Source: an optimization exercise on an open RTL-to-GDS flow (aim: small area, a short achievable clock period and few clock cycles per item). Production flows keep margins and buffers that such runs may drop.
Only simulation tests tie the RTL to the original design; equivalence was not proved.
The clock port is modelled as an ideal driver; clocking choices that lean on that would not hold on a real chip.

==> 01-08: inputs <==
// peat_enc
module peat_enc (
    input  wire        clk,
    input  wire        rst,
    input  wire        in_valid,
    output wire        in_ready,
    input  wire [15:0] in_v,
    input  wire [15:0] in_up,
    input  wire        in_last,
    input  wire [4:0]  cfg_b,
    input  wire [1:0]  cfg_n,
    input  wire        cfg_bayer,
    input  wire        cfg_restart,
    output wire        rec_valid,
    output wire [15:0] rec_x,
    output wire        out_valid,
    input  wire        out_ready,
    output wire [7:0]  out_data,
    output wire        out_last
);
clock: 55.0 ns
lec_check: 0
cap_margin: 20
core_margin: 2
core_utilization: 60
slew_margin: 20
run.sh (not shown) runs the stock make flow with config.mk's settings and CLKGATE_MAP_FILE= SYNTH_SCRIPT=/design/flow/synth_recipe.tcl, a recipe that flattens the netlist after the stock synthesis.
==> inputs of 06-01, as changes to 01-08 <==
--- a/flow/design.v
+++ b/flow/design.v
@@ -13,17 +13,17 @@
     output wire        rec_valid,
     output wire [15:0] rec_x,
     output wire        out_valid,
     input  wire        out_ready,
     output wire [7:0]  out_data,
     output wire        out_last
 );
     localparam NR = 66;            
-    localparam W  = 64;            
+    localparam W  = 72;            
     localparam TH = W - 45;        
     integer i;
     reg rst_q;
     always @(posedge clk) rst_q <= rst;
     reg        in_ready_q;
     reg        iv_v;
     reg [15:0] iv_x, iv_up;
     reg        iv_last;
@@ -37,16 +37,17 @@
     reg [1:0]  s0_n;
     reg        s0_bay, s0_rs;
     reg [2:0]  s0_xm, s0_bm;
     reg [1:0]  xpos;
     reg [15:0] rec1, rec2, raw1, raw2, up1, up2;
     reg [2:0]  am1, am2, xm1, xm2, um1, um2;    
     reg [5:0]  cnt;
     reg        pend_raw;
+    reg        fix_q, clr_q;                
     reg [2:0]  open_segs;
     reg        p2_v;
     reg [15:0] p2_x;
     reg [17:0] p2_d;
     reg [2:0]  p2_r;
     reg [2:0]  p2_t;
     reg        p2_e, p2_ll;
     reg [4:0]  p2_b;
@@ -81,18 +82,19 @@
     reg        rec_valid_q;
     reg [15:0] rec_x_q;
     assign in_ready  = in_ready_q;
     assign rec_valid = rec_valid_q;
     assign rec_x     = rec_x_q;
     assign out_valid = out_valid_q;
     assign out_last  = out_last_q;
     assign out_data  = acc[W-1:W-8];
+    wire [15:0] ivx = iv_b[4] ? iv_x : ((iv_x >> 1) >> ~iv_b[2:0]);
     wire [2:0]  ivxm, ivbm;
-    modn u_mx (.v(iv_x),  .n(iv_n), .r(ivxm));
+    modn u_mx (.v(ivx),   .n(iv_n), .r(ivxm));
     modn u_mb (.v(iv_up), .n(iv_n), .r(ivbm));
     wire [4:0]  B = s0_b;
     wire [1:0]  N = s0_n;
     wire [15:0] x = s0_x;
     reg  [15:0] half, top;
     always @(*) begin
         for (i = 0; i < 16; i = i + 1) begin
             top[i]  = (B > i);
@@ -273,42 +275,43 @@
             nones = 5'd24; zb = 1'b0; tl = HB + 5'd1;  tv = hm;
         end else begin
             nones = hu[4:0]; zb = 1'b1; tl = {1'b0, K}; tv = hm & ((17'd1 << K) - 17'd1);
         end
     end
     wire [2:0]  hl  = efirst ? 3'd4 : 3'd0;
     wire [5:0]  len = {3'd0, hl} + {1'b0, nones} + {5'd0, zb} + {1'b0, tl};
     wire [6:0]  p0  = fill + {4'd0, hl};
-    wire [6:0]  o0  = 7'd64 - p0;                  
+    wire [6:0]  o0  = W - p0;                      
     wire [6:0]  o1  = o0 - {2'd0, nones};
-    wire [64:0] mk0 = {65{1'b1}} << o0;
-    wire [64:0] mk1 = {65{1'b1}} << o1;
-    wire [W-1:0] ones = mk1[63:0] & ~mk0[63:0];
+    wire [W:0]  mk0 = {(W+1){1'b1}} << o0;
+    wire [W:0]  mk1 = {(W+1){1'b1}} << o1;
+    wire [W-1:0] ones = mk1[W-1:0] & ~mk0[W-1:0];
     wire [15:0] hrec = (K == 4'd15) ? hx : hx - {{13{ht[2]}}, ht};
-    wire fire     = out_valid_q && out_ready;
+    wire ov_int   = le_pend || (fill >= 7'd9);       
+    wire fire     = ov_int && out_ready;
     wire room     = fill <= TH;
     wire ll_block = le_pend && he && HLL;
     wire consume  = cons_q;
     reg          cons_q;
     reg [NR-1:0] hole_q;
     wire [NR:0]  en = {cons_q, {NR{cons_q}} | hole_q};
     wire s1_ok = !pend_raw && !((cnt == 6'd0) && (open_segs == 3'd4));
     wire p2_free = !p2_v || en[0];
     wire take = s0_v && s1_ok && p2_free;
     wire mv0  = iv_v && (!s0_v || take);
     wire mv = en[1] && r_v[1];     
     wire push = seg_done;
     wire pop = consume && he;
     wire line_end = consume && he && HLL;
     wire [6:0]  tot   = fill + (consume ? {1'b0, len} : 7'd0);
     wire [6:0]  tot_r = line_end ? ((tot + 7'd7) & 7'h78) : tot;
-    wire [6:0]  shamt = 7'd64 - fill - {1'b0, len};
-    wire [W-1:0] tsh  = {47'd0, tv} << shamt;
-    wire [W-1:0] hsh  = efirst ? ({60'd0, K} << (7'd60 - fill)) : {W{1'b0}};
+    wire [6:0]  shamt = W - fill - {1'b0, len};
+    wire [W-1:0] tsh  = {{(W-17){1'b0}}, tv} << shamt;
+    wire [W-1:0] hsh  = efirst ? ({{(W-4){1'b0}}, K} << (W - 4 - fill)) : {W{1'b0}};
     wire [W-1:0] cs   = consume ? (ones | tsh | hsh) : {W{1'b0}};
     wire [W-1:0] acc0 = acc | cs;
     wire        le_pend_f0 = line_end ? 1'b1 : le_pend;
     wire        le_pend_f1 = line_end ? 1'b1 : (le_pend && (le_bytes != 4'd1));
     wire [3:0]  le_bytes_f0 = line_end ? tot_r[6:3] : le_bytes;
     wire [3:0]  le_bytes_f1 = line_end ? tot_r[6:3] - 4'd1 : le_bytes - 4'd1;
     wire [6:0]  fill_f1 = tot_r - 7'd8;
     reg [NR:1] rv_n;
@@ -324,18 +327,22 @@
         for (i = NR - 2; i >= 0; i = i - 1)
             hole_n[i] = hole_n[i+1] || !rv_n[i+1];
         holes_n = hole_n[0];
     end
     wire       he_n = en[NR-1] ? r_e[NR-1] : r_e[NR];
     wire [2:0] dcount_n = dcount + (push ? 3'd1 : 3'd0) - (pop ? 3'd1 : 3'd0);
     wire       p2_v_n = take ? 1'b1 : (en[0] ? 1'b0 : p2_v);
     wire [5:0] cnt_n = take ? (seg_end_here ? 6'd0 : cnt + 6'd1) : cnt;
-    wire       pend_raw_n = (take && seg_end_here && !s0_last && (N != 2'd0)) ? 1'b1 :
-                            (seg_done && !d_ll) ? 1'b0 : pend_raw;
+    wire [11:0] rthr = {1'b0, B, 6'd0} - 12'd123;
+    wire       no_raw = (costv[12*0 +: 12] <= rthr) || (costv[12*2 +: 12] <= rthr) ||
+                        (costv[12*4 +: 12] <= rthr) || (costv[12*6 +: 12] <= rthr) ||
+                        (costv[12*9 +: 12] <= rthr);
+    wire       pend_raw_n = (take && seg_end_here && !s0_last && (N != 2'd0) && !no_raw) ? 1'b1 :
+                            clr_q ? 1'b0 : pend_raw;
     wire [2:0] open_segs_n = open_segs + ((take && cnt == 6'd0) ? 3'd1 : 3'd0) -
                              (pop ? 3'd1 : 3'd0);
     wire       base_n = !pend_raw_n && !((cnt_n == 6'd0) && (open_segs_n == 3'd4));
     wire       cons_pre = rv_n[NR] && (dcount_n != 3'd0);
     wire [1:0] rp_n = rp + (pop ? 2'd1 : 2'd0);
     wire       hll_n = (push && (dcount_n == 3'd1)) ? d_ll : dq_ll[rp_n];
     wire       cx_f0 = cons_pre && (tot_r <= TH) && !(le_pend_f0 && he_n && hll_n);
     wire       cx_f1 = cons_pre && (fill_f1 <= TH) && !(le_pend_f1 && he_n && hll_n);
@@ -343,27 +350,27 @@
     wire       cons_f1 = cons_pre && (fill_f1 <= TH) && !(le_pend_f1 && he_n);
     wire       tk_f0 = s0_v_n && base_n && (!p2_v_n || holes_n || cons_f0);
     wire       tk_f1 = base_n && (!p2_v_n || holes_n || cons_f1);
     wire       iv_hold = iv_v && !mv0;
     wire       s0_v_n  = mv0 ? 1'b1 : (take ? 1'b0 : s0_v);
     wire       tk_n = tk_f0;
     wire       ready_n = in_ready_q ? (!in_valid || !s0_v_n || tk_n) : (!iv_hold || !s0_v_n || tk_n);
     always @(posedge clk) begin
-        if (in_ready_q) begin
-            iv_x    <= cfg_b[4] ? in_v : ((in_v >> 1) >> ~cfg_b[2:0]);
+        if (!iv_v || mv0) begin
+            iv_x    <= in_v;
             iv_up   <= in_up;
             iv_last <= in_last;
             iv_b    <= cfg_b;
             iv_n    <= cfg_n;
             iv_bay  <= cfg_bayer;
             iv_rs   <= cfg_restart;
         end
         if (mv0) begin
-            s0_x    <= iv_x;
+            s0_x    <= ivx;
             s0_up   <= iv_up;
             s0_last <= iv_last;
             s0_b    <= iv_b;
             s0_n    <= iv_n;
             s0_bay  <= iv_bay;
             s0_rs   <= iv_rs;
             s0_xm   <= ivxm;
             s0_bm   <= ivbm;
@@ -385,17 +392,17 @@
             p2_x <= x;
             p2_d <= dd;
             p2_r <= rem;
             p2_t <= tt;
             p2_e <= seg_end_here;
             p2_ll <= s0_last;
             p2_b <= B;
             p2_n <= N;
-        end else if (seg_done && !d_ll && pend_raw && best_k == 4'd15) begin
+        end else if (fix_q) begin
             rec1 <= raw1;
             rec2 <= raw2;
             am1  <= xm1;
             am2  <= xm2;
         end
         for (i = 0; i < 14; i = i + 1)
             costv[12*i +: 12] <= (cost_clr ? 12'd0 : costv[12*i +: 12]) +
                                  (mv ? {6'd0, addend[6*i +: 6]} : 12'd0);
@@ -430,16 +437,18 @@
         acc <= fire ? {acc0[W-9:0], 8'd0} : acc0;
         rec_x_q <= hrec;
         if (rst_q) begin
             iv_v      <= 1'b0;
             s0_v      <= 1'b0;
             xpos      <= 2'd0;
             cnt       <= 6'd0;
             pend_raw  <= 1'b0;
+            fix_q     <= 1'b0;
+            clr_q     <= 1'b0;
             open_segs <= 3'd0;
             p2_v      <= 1'b0;
             cost_clr  <= 1'b1;
             seg_done  <= 1'b0;
             for (i = 1; i <= NR; i = i + 1)
                 r_v[i] <= 1'b0;
             wp        <= 2'd0;
             rp        <= 2'd0;
@@ -454,16 +463,18 @@
             hole_q    <= {NR{1'b1}};
         end else begin
             cons_q    <= fire ? cx_f1 : cx_f0;
             hole_q    <= hole_n;
             iv_v      <= in_ready_q ? in_valid : iv_hold;
             s0_v      <= s0_v_n;
             cnt       <= cnt_n;
             pend_raw  <= pend_raw_n;
+            fix_q     <= seg_done && !d_ll && pend_raw && (best_k == 4'd15);
+            clr_q     <= seg_done && !d_ll;
             open_segs <= open_segs_n;
             p2_v      <= p2_v_n;
             cost_clr  <= mv && r_e[1];
             seg_done  <= mv && r_e[1];
             for (i = 1; i <= NR; i = i + 1)
                 r_v[i] <= rv_n[i];
             if (push) wp <= wp + 2'd1;
             if (pop)  rp <= rp + 2'd1;
==> flow/flow/run.sh (new file) <==
#!/bin/bash
# The standard ORFS layout (standard.sh), with one extra step after CTS:
# flow/post_cts.tcl, a setup repair that works on every path longer than
# 12 ns. The clock, its period and the constraints stay the design's.
# All tool output goes to logs in this folder (ORFS's own step logs are
# under orfs/logs).
set -euo pipefail
cd "$(dirname "$0")/.."
export POST_CTS_TCL="$PWD/flow/post_cts.tcl"
bash standard.sh > flow_standard.log 2>&1
==> flow/flow/post_cts.tcl (new file) <==
# Runs inside ORFS's cts.tcl after its own repair, before 4_1_cts.odb is
# written. The margin makes repair_timing treat paths longer than
# 55 - 43 = 12 ns as failing, so it resizes and swaps cells on them.
puts "post_cts: setup repair with a 43 ns margin"
report_worst_slack -max
repair_timing -setup -setup_margin 43 -repair_tns 0 -skip_last_gasp -verbose
detailed_placement
check_placement -verbose
report_worst_slack -max
==> flow/standard.sh (new file) <==
#!/bin/bash
# synth_recipe.tcl (not shown) runs the flow's synth.tcl, then flattens the netlist and writes it again
# the make line also repeats each setting of config.mk as NAME=value (left out here)
make -C /OpenROAD-flow-scripts/flow DESIGN_CONFIG=/design/flow/config.mk WORK_HOME=/design/flow/orfs CLKGATE_MAP_FILE= SYNTH_SCRIPT=/design/flow/synth_recipe.tcl "${@:-finish}"
==> flow/config.mk (replaced) <==
export PLATFORM = sky130hd
export DESIGN_NAME = peat_enc
export DESIGN_NICKNAME = peat_enc
export VERILOG_FILES = /design/flow/design.v
export SDC_FILE = /design/flow/constraint.sdc
export NUM_CORES = 4
export LEC_CHECK = 0
export CAP_MARGIN = 20
export CORE_MARGIN = 2
export CORE_UTILIZATION = 40
export SLEW_MARGIN = 20
removed: flow/run.sh
==> inputs of 03-10, as changes to 01-08 <==
--- a/flow/design.v
+++ b/flow/design.v
@@ -13,17 +13,17 @@
     output wire        rec_valid,
     output wire [15:0] rec_x,
     output wire        out_valid,
     input  wire        out_ready,
     output wire [7:0]  out_data,
     output wire        out_last
 );
     localparam NR = 66;            
-    localparam W  = 64;            
+    localparam W  = 72;            
     localparam TH = W - 45;        
     integer i;
     reg rst_q;
     always @(posedge clk) rst_q <= rst;
     reg        in_ready_q;
     reg        iv_v;
     reg [15:0] iv_x, iv_up;
     reg        iv_last;
@@ -37,16 +37,17 @@
     reg [1:0]  s0_n;
     reg        s0_bay, s0_rs;
     reg [2:0]  s0_xm, s0_bm;
     reg [1:0]  xpos;
     reg [15:0] rec1, rec2, raw1, raw2, up1, up2;
     reg [2:0]  am1, am2, xm1, xm2, um1, um2;    
     reg [5:0]  cnt;
     reg        pend_raw;
+    reg        fix_q, clr_q;                
     reg [2:0]  open_segs;
     reg        p2_v;
     reg [15:0] p2_x;
     reg [17:0] p2_d;
     reg [2:0]  p2_r;
     reg [2:0]  p2_t;
     reg        p2_e, p2_ll;
     reg [4:0]  p2_b;
@@ -81,18 +82,19 @@
     reg        rec_valid_q;
     reg [15:0] rec_x_q;
     assign in_ready  = in_ready_q;
     assign rec_valid = rec_valid_q;
     assign rec_x     = rec_x_q;
     assign out_valid = out_valid_q;
     assign out_last  = out_last_q;
     assign out_data  = acc[W-1:W-8];
+    wire [15:0] ivx = iv_b[4] ? iv_x : ((iv_x >> 1) >> ~iv_b[2:0]);
     wire [2:0]  ivxm, ivbm;
-    modn u_mx (.v(iv_x),  .n(iv_n), .r(ivxm));
+    modn u_mx (.v(ivx),   .n(iv_n), .r(ivxm));
     modn u_mb (.v(iv_up), .n(iv_n), .r(ivbm));
     wire [4:0]  B = s0_b;
     wire [1:0]  N = s0_n;
     wire [15:0] x = s0_x;
     reg  [15:0] half, top;
     always @(*) begin
         for (i = 0; i < 16; i = i + 1) begin
             top[i]  = (B > i);
@@ -200,23 +202,22 @@
     wire [15:0] xr   = clo ? 16'd0 : chi ? top : xu;
     wire [2:0]  tt   = clo ? x[2:0] : chi ? (3'd0 - gap[2:0]) : (rem - {1'b0, N});
     wire [2:0]  xrm  = clo ? 3'd0 : chi ? tmod : pmod;
     wire seg_end_here = s0_last || (cnt == 6'd63);
     wire [11:0] rawc12 = {1'b0, rawc};
     wire [17:0] ww = p2_d - {15'd0, p2_r};
     wire [15:0] wn = {13'd0, p2_r} - p2_d[15:0];
     wire [15:0] ws = (p2_n == 2'd2) ? ww[15:0] : wn;
-    wire [15:0] y1 = (p2_n == 2'd1) ? ws + (ws << 2) : ws - (ws << 2);
-    wire [15:0] y2 = y1 + (y1 << 4);
-    wire [15:0] y3 = y2 + (y2 << 8);
-    wire [15:0] z1 = ws + (ws << 3);
-    wire [15:0] z2 = z1 + (z1 << 6);
-    wire [15:0] z3 = z2 + (z2 << 12);
-    wire [15:0] qq = (p2_n == 2'd0) ? ww[15:0] : (p2_n == 2'd3) ? z3 : y3;
+    wire        n3 = (p2_n == 2'd3);
+    wire [15:0] t1 = n3 ? (ws << 3) : (ws << 2);
+    wire [15:0] y1 = (p2_n == 2'd2) ? ws - t1 : ws + t1;
+    wire [15:0] y2 = y1 + (n3 ? (y1 << 6) : (y1 << 4));
+    wire [15:0] y3 = y2 + (n3 ? (y2 << 12) : (y2 << 8));
+    wire [15:0] qq = (p2_n == 2'd0) ? ww[15:0] : y3;
     wire [16:0] mm = ww[17] ? {~qq, 1'b1} : {qq, 1'b0};
     wire [17:0] pk = (p2_n == 2'd0) ? {1'b0, mm} :
                      (p2_n == 2'd1) ? {p2_t[1:0], mm[15:0]} : {p2_t, mm[14:0]};
     wire [17:0] pk1 = r_pk[1];
     wire [16:0] m1  = (r1_n == 2'd0) ? pk1[16:0] :
                       (r1_n == 2'd1) ? {1'b0, pk1[15:0]} : {2'b00, pk1[14:0]};
     reg [6*14-1:0] addend;
     always @(*) begin
@@ -273,69 +274,86 @@
             nones = 5'd24; zb = 1'b0; tl = HB + 5'd1;  tv = hm;
         end else begin
             nones = hu[4:0]; zb = 1'b1; tl = {1'b0, K}; tv = hm & ((17'd1 << K) - 17'd1);
         end
     end
     wire [2:0]  hl  = efirst ? 3'd4 : 3'd0;
     wire [5:0]  len = {3'd0, hl} + {1'b0, nones} + {5'd0, zb} + {1'b0, tl};
     wire [6:0]  p0  = fill + {4'd0, hl};
-    wire [6:0]  o0  = 7'd64 - p0;                  
+    wire [6:0]  o0  = W - p0;                      
     wire [6:0]  o1  = o0 - {2'd0, nones};
-    wire [64:0] mk0 = {65{1'b1}} << o0;
-    wire [64:0] mk1 = {65{1'b1}} << o1;
-    wire [W-1:0] ones = mk1[63:0] & ~mk0[63:0];
+    wire [W:0]  mk0 = {(W+1){1'b1}} << o0;
+    wire [W:0]  mk1 = {(W+1){1'b1}} << o1;
+    wire [W-1:0] ones = mk1[W-1:0] & ~mk0[W-1:0];
     wire [15:0] hrec = (K == 4'd15) ? hx : hx - {{13{ht[2]}}, ht};
-    wire fire     = out_valid_q && out_ready;
+    wire ov_int   = le_pend || (fill >= 7'd9);       
+    wire fire     = ov_int && out_ready;
     wire room     = fill <= TH;
     wire ll_block = le_pend && he && HLL;
     wire consume  = cons_q;
+    localparam NG = (NR + 3) / 4;
     reg          cons_q;
-    reg [NR-1:0] hole_q;
-    wire [NR:0]  en = {cons_q, {NR{cons_q}} | hole_q};
+    reg [NG-1:0] hg_q;
+    reg [NR:0]   en;
+    integer      j;
+    always @(*) begin
+        en[NR] = cons_q;
+        for (i = 0; i < NR; i = i + 1) begin
+            en[i] = cons_q || hg_q[i / 4];
+            for (j = i + 1; j <= 4 * (i / 4) + 4; j = j + 1)
+                if (j <= NR) en[i] = en[i] || !r_v[j];
+        end
+    end
     wire s1_ok = !pend_raw && !((cnt == 6'd0) && (open_segs == 3'd4));
     wire p2_free = !p2_v || en[0];
     wire take = s0_v && s1_ok && p2_free;
     wire mv0  = iv_v && (!s0_v || take);
     wire mv = en[1] && r_v[1];     
     wire push = seg_done;
     wire pop = consume && he;
     wire line_end = consume && he && HLL;
     wire [6:0]  tot   = fill + (consume ? {1'b0, len} : 7'd0);
     wire [6:0]  tot_r = line_end ? ((tot + 7'd7) & 7'h78) : tot;
-    wire [6:0]  shamt = 7'd64 - fill - {1'b0, len};
-    wire [W-1:0] tsh  = {47'd0, tv} << shamt;
-    wire [W-1:0] hsh  = efirst ? ({60'd0, K} << (7'd60 - fill)) : {W{1'b0}};
+    wire [6:0]  shamt = W - fill - {1'b0, len};
+    wire [W-1:0] tsh  = {{(W-17){1'b0}}, tv} << shamt;
+    wire [W-1:0] hsh  = efirst ? ({{(W-4){1'b0}}, K} << (W - 4 - fill)) : {W{1'b0}};
     wire [W-1:0] cs   = consume ? (ones | tsh | hsh) : {W{1'b0}};
     wire [W-1:0] acc0 = acc | cs;
     wire        le_pend_f0 = line_end ? 1'b1 : le_pend;
     wire        le_pend_f1 = line_end ? 1'b1 : (le_pend && (le_bytes != 4'd1));
     wire [3:0]  le_bytes_f0 = line_end ? tot_r[6:3] : le_bytes;
     wire [3:0]  le_bytes_f1 = line_end ? tot_r[6:3] - 4'd1 : le_bytes - 4'd1;
     wire [6:0]  fill_f1 = tot_r - 7'd8;
     reg [NR:1] rv_n;
     reg        holes_n;
     always @(*) begin : rvn
         rv_n[1] = en[0] ? p2_v : (en[1] ? 1'b0 : r_v[1]);
         for (i = 2; i <= NR; i = i + 1)
             rv_n[i] = en[i-1] ? r_v[i-1] : (en[i] ? 1'b0 : r_v[i]);
     end
-    reg [NR-1:0] hole_n;
+    reg [NG-1:0] hg_n;
     always @(*) begin
-        hole_n[NR-1] = !rv_n[NR];
-        for (i = NR - 2; i >= 0; i = i - 1)
-            hole_n[i] = hole_n[i+1] || !rv_n[i+1];
-        holes_n = hole_n[0];
+        for (i = 0; i < NG; i = i + 1) begin
+            hg_n[i] = 1'b0;
+            for (j = 4 * i + 5; j <= NR; j = j + 1)
+                hg_n[i] = hg_n[i] || !rv_n[j];
+        end
+        holes_n = hg_n[0] || !rv_n[1] || !rv_n[2] || !rv_n[3] || !rv_n[4];
     end
     wire       he_n = en[NR-1] ? r_e[NR-1] : r_e[NR];
     wire [2:0] dcount_n = dcount + (push ? 3'd1 : 3'd0) - (pop ? 3'd1 : 3'd0);
     wire       p2_v_n = take ? 1'b1 : (en[0] ? 1'b0 : p2_v);
     wire [5:0] cnt_n = take ? (seg_end_here ? 6'd0 : cnt + 6'd1) : cnt;
-    wire       pend_raw_n = (take && seg_end_here && !s0_last && (N != 2'd0)) ? 1'b1 :
-                            (seg_done && !d_ll) ? 1'b0 : pend_raw;
+    wire [11:0] rthr = {1'b0, B, 6'd0} - 12'd123;
+    wire       no_raw = (costv[12*0 +: 12] <= rthr) || (costv[12*2 +: 12] <= rthr) ||
+                        (costv[12*4 +: 12] <= rthr) || (costv[12*6 +: 12] <= rthr) ||
+                        (costv[12*9 +: 12] <= rthr);
+    wire       pend_raw_n = (take && seg_end_here && !s0_last && (N != 2'd0) && !no_raw) ? 1'b1 :
+                            clr_q ? 1'b0 : pend_raw;
     wire [2:0] open_segs_n = open_segs + ((take && cnt == 6'd0) ? 3'd1 : 3'd0) -
                              (pop ? 3'd1 : 3'd0);
     wire       base_n = !pend_raw_n && !((cnt_n == 6'd0) && (open_segs_n == 3'd4));
     wire       cons_pre = rv_n[NR] && (dcount_n != 3'd0);
     wire [1:0] rp_n = rp + (pop ? 2'd1 : 2'd0);
     wire       hll_n = (push && (dcount_n == 3'd1)) ? d_ll : dq_ll[rp_n];
     wire       cx_f0 = cons_pre && (tot_r <= TH) && !(le_pend_f0 && he_n && hll_n);
     wire       cx_f1 = cons_pre && (fill_f1 <= TH) && !(le_pend_f1 && he_n && hll_n);
@@ -343,27 +361,27 @@
     wire       cons_f1 = cons_pre && (fill_f1 <= TH) && !(le_pend_f1 && he_n);
     wire       tk_f0 = s0_v_n && base_n && (!p2_v_n || holes_n || cons_f0);
     wire       tk_f1 = base_n && (!p2_v_n || holes_n || cons_f1);
     wire       iv_hold = iv_v && !mv0;
     wire       s0_v_n  = mv0 ? 1'b1 : (take ? 1'b0 : s0_v);
     wire       tk_n = tk_f0;
     wire       ready_n = in_ready_q ? (!in_valid || !s0_v_n || tk_n) : (!iv_hold || !s0_v_n || tk_n);
     always @(posedge clk) begin
-        if (in_ready_q) begin
-            iv_x    <= cfg_b[4] ? in_v : ((in_v >> 1) >> ~cfg_b[2:0]);
+        if (!iv_v || mv0) begin
+            iv_x    <= in_v;
             iv_up   <= in_up;
             iv_last <= in_last;
             iv_b    <= cfg_b;
             iv_n    <= cfg_n;
             iv_bay  <= cfg_bayer;
             iv_rs   <= cfg_restart;
         end
         if (mv0) begin
-            s0_x    <= iv_x;
+            s0_x    <= ivx;
             s0_up   <= iv_up;
             s0_last <= iv_last;
             s0_b    <= iv_b;
             s0_n    <= iv_n;
             s0_bay  <= iv_bay;
             s0_rs   <= iv_rs;
             s0_xm   <= ivxm;
             s0_bm   <= ivbm;
@@ -385,17 +403,17 @@
             p2_x <= x;
             p2_d <= dd;
             p2_r <= rem;
             p2_t <= tt;
             p2_e <= seg_end_here;
             p2_ll <= s0_last;
             p2_b <= B;
             p2_n <= N;
-        end else if (seg_done && !d_ll && pend_raw && best_k == 4'd15) begin
+        end else if (fix_q) begin
             rec1 <= raw1;
             rec2 <= raw2;
             am1  <= xm1;
             am2  <= xm2;
         end
         for (i = 0; i < 14; i = i + 1)
             costv[12*i +: 12] <= (cost_clr ? 12'd0 : costv[12*i +: 12]) +
                                  (mv ? {6'd0, addend[6*i +: 6]} : 12'd0);
@@ -430,40 +448,44 @@
         acc <= fire ? {acc0[W-9:0], 8'd0} : acc0;
         rec_x_q <= hrec;
         if (rst_q) begin
             iv_v      <= 1'b0;
             s0_v      <= 1'b0;
             xpos      <= 2'd0;
             cnt       <= 6'd0;
             pend_raw  <= 1'b0;
+            fix_q     <= 1'b0;
+            clr_q     <= 1'b0;
             open_segs <= 3'd0;
             p2_v      <= 1'b0;
             cost_clr  <= 1'b1;
             seg_done  <= 1'b0;
             for (i = 1; i <= NR; i = i + 1)
                 r_v[i] <= 1'b0;
             wp        <= 2'd0;
             rp        <= 2'd0;
             dcount    <= 3'd0;
             fill      <= 7'd0;
             acc       <= {W{1'b0}};
             efirst    <= 1'b1;
             le_pend   <= 1'b0;
             le_bytes  <= 4'd0;
             out_last_q <= 1'b0;
             cons_q    <= 1'b0;
-            hole_q    <= {NR{1'b1}};
+            hg_q      <= {NG{1'b1}};
         end else begin
             cons_q    <= fire ? cx_f1 : cx_f0;
-            hole_q    <= hole_n;
+            hg_q      <= hg_n;
             iv_v      <= in_ready_q ? in_valid : iv_hold;
             s0_v      <= s0_v_n;
             cnt       <= cnt_n;
             pend_raw  <= pend_raw_n;
+            fix_q     <= seg_done && !d_ll && pend_raw && (best_k == 4'd15);
+            clr_q     <= seg_done && !d_ll;
             open_segs <= open_segs_n;
             p2_v      <= p2_v_n;
             cost_clr  <= mv && r_e[1];
             seg_done  <= mv && r_e[1];
             for (i = 1; i <= NR; i = i + 1)
                 r_v[i] <= rv_n[i];
             if (push) wp <= wp + 2'd1;
             if (pop)  rp <= rp + 2'd1;
==> flow/flow/run.sh (new file) <==
#!/bin/bash
# The standard ORFS layout (standard.sh) with two changes:
#  - CTS clusters up to 25 sinks within 100 um and adds no dummy loads
#    (CTS_ARGS replaces ORFS's default clock_tree_synthesis arguments);
#  - flow/post_cts.tcl, run after CTS, repairs setup on every path longer
#    than 12 ns by resizing and swapping cells.
# The clock, its period and the constraints stay the design's. All tool
# output goes to logs in this folder (ORFS's own step logs are under
# orfs/logs).
set -euo pipefail
cd "$(dirname "$0")/.."
export CTS_ARGS="-sink_clustering_enable -repair_clock_nets -sink_clustering_size 25 -sink_clustering_max_diameter 100 -dont_use_dummy_load"
export POST_CTS_TCL="$PWD/flow/post_cts.tcl"
bash standard.sh > flow_standard.log 2>&1
==> flow/flow/post_cts.tcl (new file) <==
# Runs inside ORFS's cts.tcl after its own repair, before 4_1_cts.odb is
# written. The margin makes repair_timing treat paths longer than
# 55 - 43 = 12 ns as failing, so it resizes and swaps cells on them.
puts "post_cts: setup repair with a 43 ns margin"
report_worst_slack -max
repair_timing -setup -setup_margin 43 -repair_tns 100 -skip_last_gasp -verbose
detailed_placement
check_placement -verbose
report_worst_slack -max
==> flow/standard.sh (new file) <==
#!/bin/bash
# synth_recipe.tcl (not shown) runs the flow's synth.tcl, then flattens the netlist and writes it again
# the make line also repeats each setting of config.mk as NAME=value (left out here)
make -C /OpenROAD-flow-scripts/flow DESIGN_CONFIG=/design/flow/config.mk WORK_HOME=/design/flow/orfs CLKGATE_MAP_FILE= SYNTH_SCRIPT=/design/flow/synth_recipe.tcl "${@:-finish}"
==> flow/config.mk (replaced) <==
export PLATFORM = sky130hd
export DESIGN_NAME = peat_enc
export DESIGN_NICKNAME = peat_enc
export VERILOG_FILES = /design/flow/design.v
export SDC_FILE = /design/flow/constraint.sdc
export NUM_CORES = 4
export LEC_CHECK = 0
export CAP_MARGIN = 20
export CORE_MARGIN = 2
export CORE_UTILIZATION = 40
export SLEW_MARGIN = 20
removed: flow/run.sh
==> results.sh <==
export IMPL_outcome="no timing/DRC/antenna violations"
export IMPL_diodes=6
export IMPL_crit_family="compound AO/OA/AOI/OAI gates"
export IMPL_crit_type="flop to flop"
export IMPL_syn_num_nets=9898
export IMPL_numCtsBuffers=311
export IMPL_grt_usage_pct=33.0
export IMPL_dr_total_vias=79800
export IMPL_wl_um=364000
export IMPL_grt_max_degree=79
the above is filed under 01-08

==> results.sh <==
export IMPL_outcome="no timing/DRC/antenna violations"
export IMPL_grt_max_degree=87
export IMPL_wl_um=333000
export IMPL_crit_family="flip-flops"
export IMPL_grt_usage_pct=20.1
export IMPL_crit_type="flop to primary output"
export IMPL_syn_num_nets=10000
the above is filed under 03-10

==> results.sh <==
export IMPL_crit_family="flip-flops"
export IMPL_grt_max_degree=85
export IMPL_crit_type="flop to primary output"
export IMPL_syn_num_nets=10100
export IMPL_diodes=8
export IMPL_grt_usage_pct=18.9
export IMPL_insertion_delay_ns=0.91
export IMPL_dr_total_vias=76500
export IMPL_outcome="no timing/DRC/antenna violations"
the above is filed under 06-01

Testbench counts of 01-08, summed over its fixed seeds: cycles 99,021, samples 95,644.
Testbench counts of 06-01, summed over its fixed seeds: cycles 97,202, samples 95,644.
Testbench counts of 03-10, summed over its fixed seeds: cycles 97,202, samples 95,644.

-- port drivers added, routing unchanged --
The results above use ideal ports. As a check the final layouts listed here were re-extracted and re-timed, cells and wires unchanged. Step 1, drivers: a clkbuf_16 drives clk and a buf_2 each remaining input, both assumed. Step 2 times the ports against the registers' clock, not the clock port: input delays grow and output delays shrink by t, the midpoint of the rising clock arrivals with the driver on. Slacks: no drivers / after step 1 / after step 2; pairs: no drivers / after step 1.
run | t, ns | setup WS [ns] | hold slack, ns
01-08 | 1.003 | 40.847 / 40.847 / 40.847 | 0.388 / 0.388 / 0.388
06-01 | 0.987 | 42.663 / 42.561 / 42.103 | 0.375 / 0.375 / 0.375
03-10 | 0.899 | 42.656 / 42.555 / 42.129 | 0.372 / 0.372 / 0.372
After both steps every run listed still meets setup and hold. For 06-01, which loses most, drivers alone change the setup slack by -0.102 ns; drivers and shift together by -0.560 ns.
